What follows belongs to an exercise in optimizing a design on an open flow for small area and a short achievable clock period; a production flow would make more cautious choices. RTL that was checked went through simulation tests only; none was proved equivalent to the original. Power figures rest on the tool's default switching activity, not on a simulated workload.

## JK
// cor_slot
module cor_slot (
    input  wire         clk,
    input  wire         rst,           
    input  wire         cfg_we,
    input  wire [4:0]   cfg_addr,
    input  wire [31:0]  cfg_wdata,
    input  wire         start,
    input  wire         s_valid,
    input  wire [3:0]   s_i,
    input  wire [3:0]   s_q,
    input  wire         s_flag,
    output reg          dump_valid,
    output wire [15:0]  dump_seq,
    output wire         dump_sat,
    output wire [31:0]  dump_nflag,
    output wire [31:0]  dump_nsamp,
    output wire [47:0]  dump_carr,
    output wire [10:0]  dump_sidx,
    output wire [223:0] dump_tap_i,    
    output wire [223:0] dump_tap_q
);
    reg        i_rst, i_start, i_we, i_sv, i_sf;
    reg [4:0]  i_addr;
    reg [31:0] i_wd;
    reg [3:0]  i_si, i_sq;
    always @(posedge clk) begin
        i_rst   <= rst;
        i_start <= start;
        i_we    <= cfg_we;
        i_addr  <= cfg_addr;
        i_wd    <= cfg_wdata;
        i_sv    <= s_valid;
        i_si    <= s_i;
        i_sq    <= s_q;
  ...
Size in the first run: about 9,500 cells after synthesis, about 1,700 flip-flops, about 640 I/O pins.
Settings: LEC_CHECK=0, CAP_MARGIN=20, CORE_MARGIN=2, CORE_UTILIZATION=55, PLACE_DENSITY=0.7, SLEW_MARGIN=20; clock period 12.0 ns.
standard.sh (not shown) runs the stock make flow with config.mk's settings and CLKGATE_MAP_FILE= SYNTH_SCRIPT=/design/flow/synth_recipe.tcl, a recipe that flattens the netlist after the stock synthesis.
==> flow/flow/run.sh <==
#!/bin/bash
# The standard layout (standard.sh: ORFS synthesis to finish), with:
# - timing repair after CTS and after global routing aiming at 8 ns of setup
#   slack instead of 0, so that it shortens the paths below the 12 ns clock;
# - ports buffered with sky130_fd_sc_hd__buf_2 cells;
# - sizing free to change a cell's footprint.
# The ORFS logs stay under orfs/logs; standard.sh's own output goes to
# standard.log.
set -uo pipefail
export SETUP_SLACK_MARGIN=8
export BUFFER_PORTS_ARGS="-buffer_cell sky130_fd_sc_hd__buf_2"
bash standard.sh MATCH_CELL_FOOTPRINT=0 finish > standard.log 2>&1
The final layout from JK, which completed every stage, passed the timing, design-rule and antenna checks at the end of the flow.
> inputs changed (JK -> MS)
# JK
export LEC_CHECK = 0
export CAP_MARGIN = 20
export CORE_MARGIN = 2
export CORE_UTILIZATION = 55
export PLACE_DENSITY = 0.7
export SLEW_MARGIN = 20
create_clock -name core_clock -period 12.0 [get_ports {clk}]
# MS
export LEC_CHECK = 0
export CAP_MARGIN = 20
export CORE_MARGIN = 2
export CORE_UTILIZATION = 60
export CTS_CLUSTER_SIZE = 25
export PLACE_DENSITY = 0.75
export SLEW_MARGIN = 20
create_clock -name core_clock -period 12.0 [get_ports {clk}]
Findings:
Compared to JK, MS was floorplanned on a smaller die.
The utilization of MS exceeds that of JK by 5.7 points.
Compared MS against JK; maximum frequency from static timing analysis within noise.
Delta(final routed wire length divided by cell count, MS - JK) > 0
Here is what was changed in the inputs of AL compared with MS.
# MS
export LEC_CHECK = 0
export CAP_MARGIN = 20
export CORE_MARGIN = 2
export CORE_UTILIZATION = 60
export CTS_CLUSTER_SIZE = 25
export PLACE_DENSITY = 0.75
export SLEW_MARGIN = 20
create_clock -name core_clock -period 12.0 [get_ports {clk}]
# AL
export LEC_CHECK = 0
export CAP_MARGIN = 20
export CORE_MARGIN = 2
export CORE_UTILIZATION = 65
export PLACE_DENSITY = 0.8
export SLEW_MARGIN = 20
create_clock -name core_clock -period 12.0 [get_ports {clk}]
==> notes.md <==
Side by side, HPWL reported at the end of detailed placement turned out lower in AL than in MS.
Tightest hold margin (lower): MS
Having completed the whole flow, AL delivered a layout that passed the timing, design-rule and antenna checks.
In AL the aggregate global-route resource usage turned out 2.7 points higher than in MS.
Any difference in wire length of the first global-routing pass between MS and AL is small enough to ignore.
From MS to AL the numbers moved as follows: core utilization grew by 4.7 points, initial standard-cell utilization of the core grew by 4.7 points.
Delta(clock group share of total power, AL - MS) < 0
Between MS and AL, the count of non-CTS buffers in the layout is higher for MS.
After detailed routing, MS needs more wire than AL.
Against MS, static leakage in AL fell slightly.
Overall power, MS and AL: lower on AL

* * *

Another version of the RTL of cor_slot (not shown whole).
For scale: roughly 9400 cells after synthesis, ~98000 um^2 of cells after synthesis.
clock: 12.0 ns
lec_check: 0
cap_margin: 20
core_margin: 2
core_utilization: 40
place_density: 0.6
slew_margin: 20
==> flow/flow/run.sh <==
#!/bin/bash
# Standard layout, with timing repair aiming at a larger setup slack margin.
set -uo pipefail
export SETUP_SLACK_MARGIN=8
bash standard.sh > standard.log 2>&1
Then changed:
==> flow/run.sh (new file) <==
#!/bin/bash
# synth_recipe.tcl (not shown) runs the flow's synth.tcl, then flattens the netlist and writes it again
# the make line also repeats each setting of config.mk as NAME=value (left out here)
make -C /OpenROAD-flow-scripts/flow DESIGN_CONFIG=/design/flow/config.mk WORK_HOME=/design/flow/orfs CLKGATE_MAP_FILE= SYNTH_SCRIPT=/design/flow/synth_recipe.tcl finish
Settings changed: SETUP_SLACK_MARGIN from default to 5.
removed: flow/flow/run.sh
removed: flow/standard.sh
Utilization went down by 5.2 points.
Synthesized area stays the same.
Final cell count went down by a few percent.
Final area went down by roughly a tenth.
Worst setup slack got worse by 1000 ps.
Power went down by a little under a tenth.
Global-route usage went down by 1.8 points.
No functional check of the RTL was part of any run of this note.

-- separate check: timing with driven ports --
No port has a modelled driver above. Below, the same layouts with a new extraction and two added sets of constraints.
Step 1, drivers: a clkbuf_16 drives clk and a buf_2 each remaining input, both assumed.
Step 2, shift: input delay + t, output delay - t, t = (earliest + latest rising clock arrival at the registers) / 2. This alone moves slack from input paths to output paths.
Slacks: ideal ports / drivers / drivers and shift; pairs: ideal ports / drivers.
| run | shift t [ns] | setup slack, ns | hold slack, ns |
|---|---|---|---|
| JK | 0.903 | 7.997 / 7.971 / 7.997 | 0.324 / 0.324 / 0.324 |
| MS | 0.923 | 7.992 / 7.944 / 7.992 | 0.307 / 0.307 / 0.307 |
| AL | 0.899 | 8.019 / 7.934 / 8.054 | 0.325 / 0.325 / 0.325 |
| the first run of note 2 | 0.922 | 6.574 / 6.574 / 6.574 | 0.412 / 0.412 / 0.412 |
| the second run of note 2 | 0.907 | 5.561 / 5.561 / 5.561 | 0.412 / 0.412 / 0.412 |
After both steps every run listed still meets setup and hold.
